What follows belongs to an exercise in optimizing a design on an open flow for small area, a short achievable clock period and few clock cycles; a production flow would make more cautious choices. The RTL was checked by simulation tests, not by an equivalence proof against the original design. Power figures rest on the tool's default switching activity, not on a simulated workload.

==> inputs of trial 10 <==
Design leaf_biquad, start of the top module:
module leaf_biquad (
    input  wire          clk,
    input  wire          rst,         
    input  wire          in_valid,
    output reg           in_ready,
    input  wire [63:0]   in_x,
    output reg           out_valid,
    output reg  [63:0]   out_y,
    output reg           out_sat,
    output reg  [3:0]    coef_sec,
    input  wire [159:0]  coef_data
);
    reg  [3:0] s1;
    reg        hsel5;         
    reg        hsel4;         
    reg        rdy;           
    reg        ok;            
    reg        is0;           
    wire [3:0] s1_next = s1 + 4'd11;
    always @(posedge clk) begin
        if (rst) begin
            s1       <= 4'd9;    
            coef_sec <= 4'd0;
            in_ready <= 1'b0;
            rdy      <= 1'b0;
            ok       <= 1'b0;
            hsel5 <= 1'b1;
            hsel4 <= 1'b0;
            is0      <= 1'b0;
        end else begin
            s1       <= s1_next;
            coef_sec <= s1_next + 4'd7;
            if (s1 == 4'd9)
                ok   <= in_valid;
            in_ready <= (s1_next == 4'd5) && ok;
            rdy      <= (s1 == 4'd10);
            hsel5 <= (s1_next == 4'd9);
            hsel4 <= (s1_next == 4'd4);
            is0      <= rdy;
        end
    end
    wire [31:0] c_b0 = coef_data[31:0];
    reg  [31:0] r_b0_d0, r_b0_d1, r_b0_d2, r_b0_d3;
    reg  [47:0] e_b0_d4;
    wire [47:0] n_b0;
  ...
clock: 17.0 ns
lec_check: 0
cap_margin: 40
core_margin: 2
core_utilization: 30
slew_margin: 30
synth_hierarchical: 1
synth_minimum_keep_size: 0
standard.sh (not shown) runs the stock make flow with config.mk's settings and CLKGATE_MAP_FILE= SYNTH_SCRIPT=/design/flow/synth_recipe.tcl, a recipe that flattens the netlist after the stock synthesis.
==> flow/flow/run.sh <==
#!/bin/bash
# The standard layout (standard.sh: ORFS from synthesis to finish, with
# the standard flow's config.mk, SDC and synthesis script), with one change: buffer_ports
# gives every input and output port a sky130_fd_sc_hd__buf_4 instead of the
# buffer it picks by itself (clkdlybuf4s50_1, a delay cell). ORFS's output
# goes to standard.log here.
set -euo pipefail
export BUFFER_PORTS_ARGS="-buffer_cell sky130_fd_sc_hd__buf_4"
bash standard.sh "BUFFER_PORTS_ARGS=-buffer_cell sky130_fd_sc_hd__buf_4" finish > standard.log 2>&1
==> trial 14 (differences from trial 10) <==
--- a/flow/design.v
+++ b/flow/design.v
@@ -80,12 +80,10 @@
         r_a2_d2 <= r_a2_d1;
         e_a2_d3 <= n_a2;
     end
     reg xv, va, vb, wv;
     reg [63:0] yw;             
-    reg [63:0] yo1;            
-    reg        so1, vo1;       
     reg sx, sa, sb;
     reg [127:0] ring [0:15];   
     reg [15:0]  zf;            
     reg [127:0] x0h;           
     reg         zx0;
@@ -5781,33 +5779,29 @@
     wire [63:0] ynew = ovf ? (q2[68] ? 64'h8000_0000_0000_0000 : 64'h7fff_ffff_ffff_ffff)
                            : {q2[63:1], q2[0] & ~tie2};
     wire        sat_new = sb | ovf;
     always @(posedge clk) begin
         xop     <= rdy ? in_x : ynew;
-        yo1     <= ynew;
-        out_y   <= yo1;
+        out_y   <= ynew;
         if (vb)
             yw  <= ynew;
-        so1     <= sat_new;
-        out_sat <= so1;
+        out_sat <= sat_new;
         sx      <= rdy ? 1'b0 : sat_new;
         sa      <= sx;
         sb      <= sa;
         if (rst) begin
             xv        <= 1'b0;
             va        <= 1'b0;
             vb        <= 1'b0;
             wv        <= 1'b0;
-            vo1       <= 1'b0;
             out_valid <= 1'b0;
         end else begin
             xv        <= rdy ? (in_valid && ok) : vb;
             va        <= xv;
             vb        <= va;
             wv        <= vb;
-            vo1       <= rdy && vb;
-            out_valid <= vo1;
+            out_valid <= rdy && vb;
         end
     end
 endmodule
 module leaf_biquad_fa (input wire a, input wire b, input wire c, output wire s, output wire co);
     assign s  = a ^ b ^ c;
==> flow/run.sh (new file) <==
#!/bin/bash
# synth_recipe.tcl (not shown) runs the flow's synth.tcl, then flattens the netlist and writes it again
# the make line also repeats each setting of config.mk as NAME=value (left out here)
make -C /OpenROAD-flow-scripts/flow DESIGN_CONFIG=/design/flow/config.mk WORK_HOME=/design/flow/orfs CLKGATE_MAP_FILE= SYNTH_SCRIPT=/design/flow/synth_recipe.tcl finish
removed: flow/flow/run.sh
removed: flow/standard.sh
==> comparison table <==
item                                                                                     trial 14               trial 10
Result of the run                                                        timing/DRC/antenna clean  timing/DRC/antenna clean
Reg clk slew, reported paths                                                              0.06 ns                0.07 ns
Endpoint of the worst hold path                                                      ring[2][108]            ring[3][92]
Min Hold Slack                                                                           0.197 ns               0.221 ns
Arrival time at the worst endpoint                                                        1.97 ns                6.21 ns
Total length of routed wires                                                      1250000 microns        1250000 microns
Metal-1 WL                                                                         433000 microns         432000 microns
Power attributed to combinational cells                                                  0.0642 W               0.0631 W
Cell leakage power                                                                         111 nW                 112 nW
Filler instances                                                                            98665                  99479
FF/Latch Area                                                                        0.0855 sq mm           0.0869 sq mm
R2R Setup Slk                                                                            11.75 ns               11.62 ns
Maximum cell stage delay along the critical path                                          0.56 ns                0.84 ns
Top fanout value on the critical path                                                           1                     40
Slowest cell on crit path                                        sky130_fd_sc_hd__clkdlybuf4s50_1  sky130_fd_sc_hd__fa_1
Total number of nets in the final design                                                    29631                  29670
Non-clock inverters                                                                           164                    155
Synthesized-area fraction occupied by and/or/nand/nor cells                                 1.80%                  1.80%
Number of different library cells in the post-synthesis netlist                                76                     83
Wire length per cell after detailed routing                                          33.3 microns           33.3 microns
Top cell type's share of synthesized area                                                   33.8%                  33.6%
Sinks on Clock Net                                                                           4139                   4205
Ant. Diodes                                                                                    96                    112
Testbench counts of trial 10, summed over its fixed seeds: cycles 8,504.
Testbench counts of trial 14, summed over its fixed seeds: cycles 8,496.

[afterwards: timing with drivers on the ports]
No port has a modelled driver above. Below, the same layouts with a new extraction and two added sets of constraints. Step 1 sets driving cells, clkbuf_16 on the clock port and buf_2 on the other inputs (assumed; they add their load-dependent delay and slew). Step 2 adds t to the input delays and takes it off the output delays; t is the mean of the earliest and latest rising clock arrival at the registers after step 1. Input paths then give back, and output paths get back, about the clock's delay inside the block. Three values: ideal, step 1, step 2; two values: the first two.
run	t (ns)	slack for setup (ns)	worst register clock-pin slew, ns	worst slew at a driven data input, ns
trial 10	1.199	11.619 / 11.619 / 11.619	0.08 / 0.08	0.20
trial 14	1.147	11.626 / 11.483 / 11.755	0.09 / 0.09	0.19
After both steps every run listed still meets setup and hold.
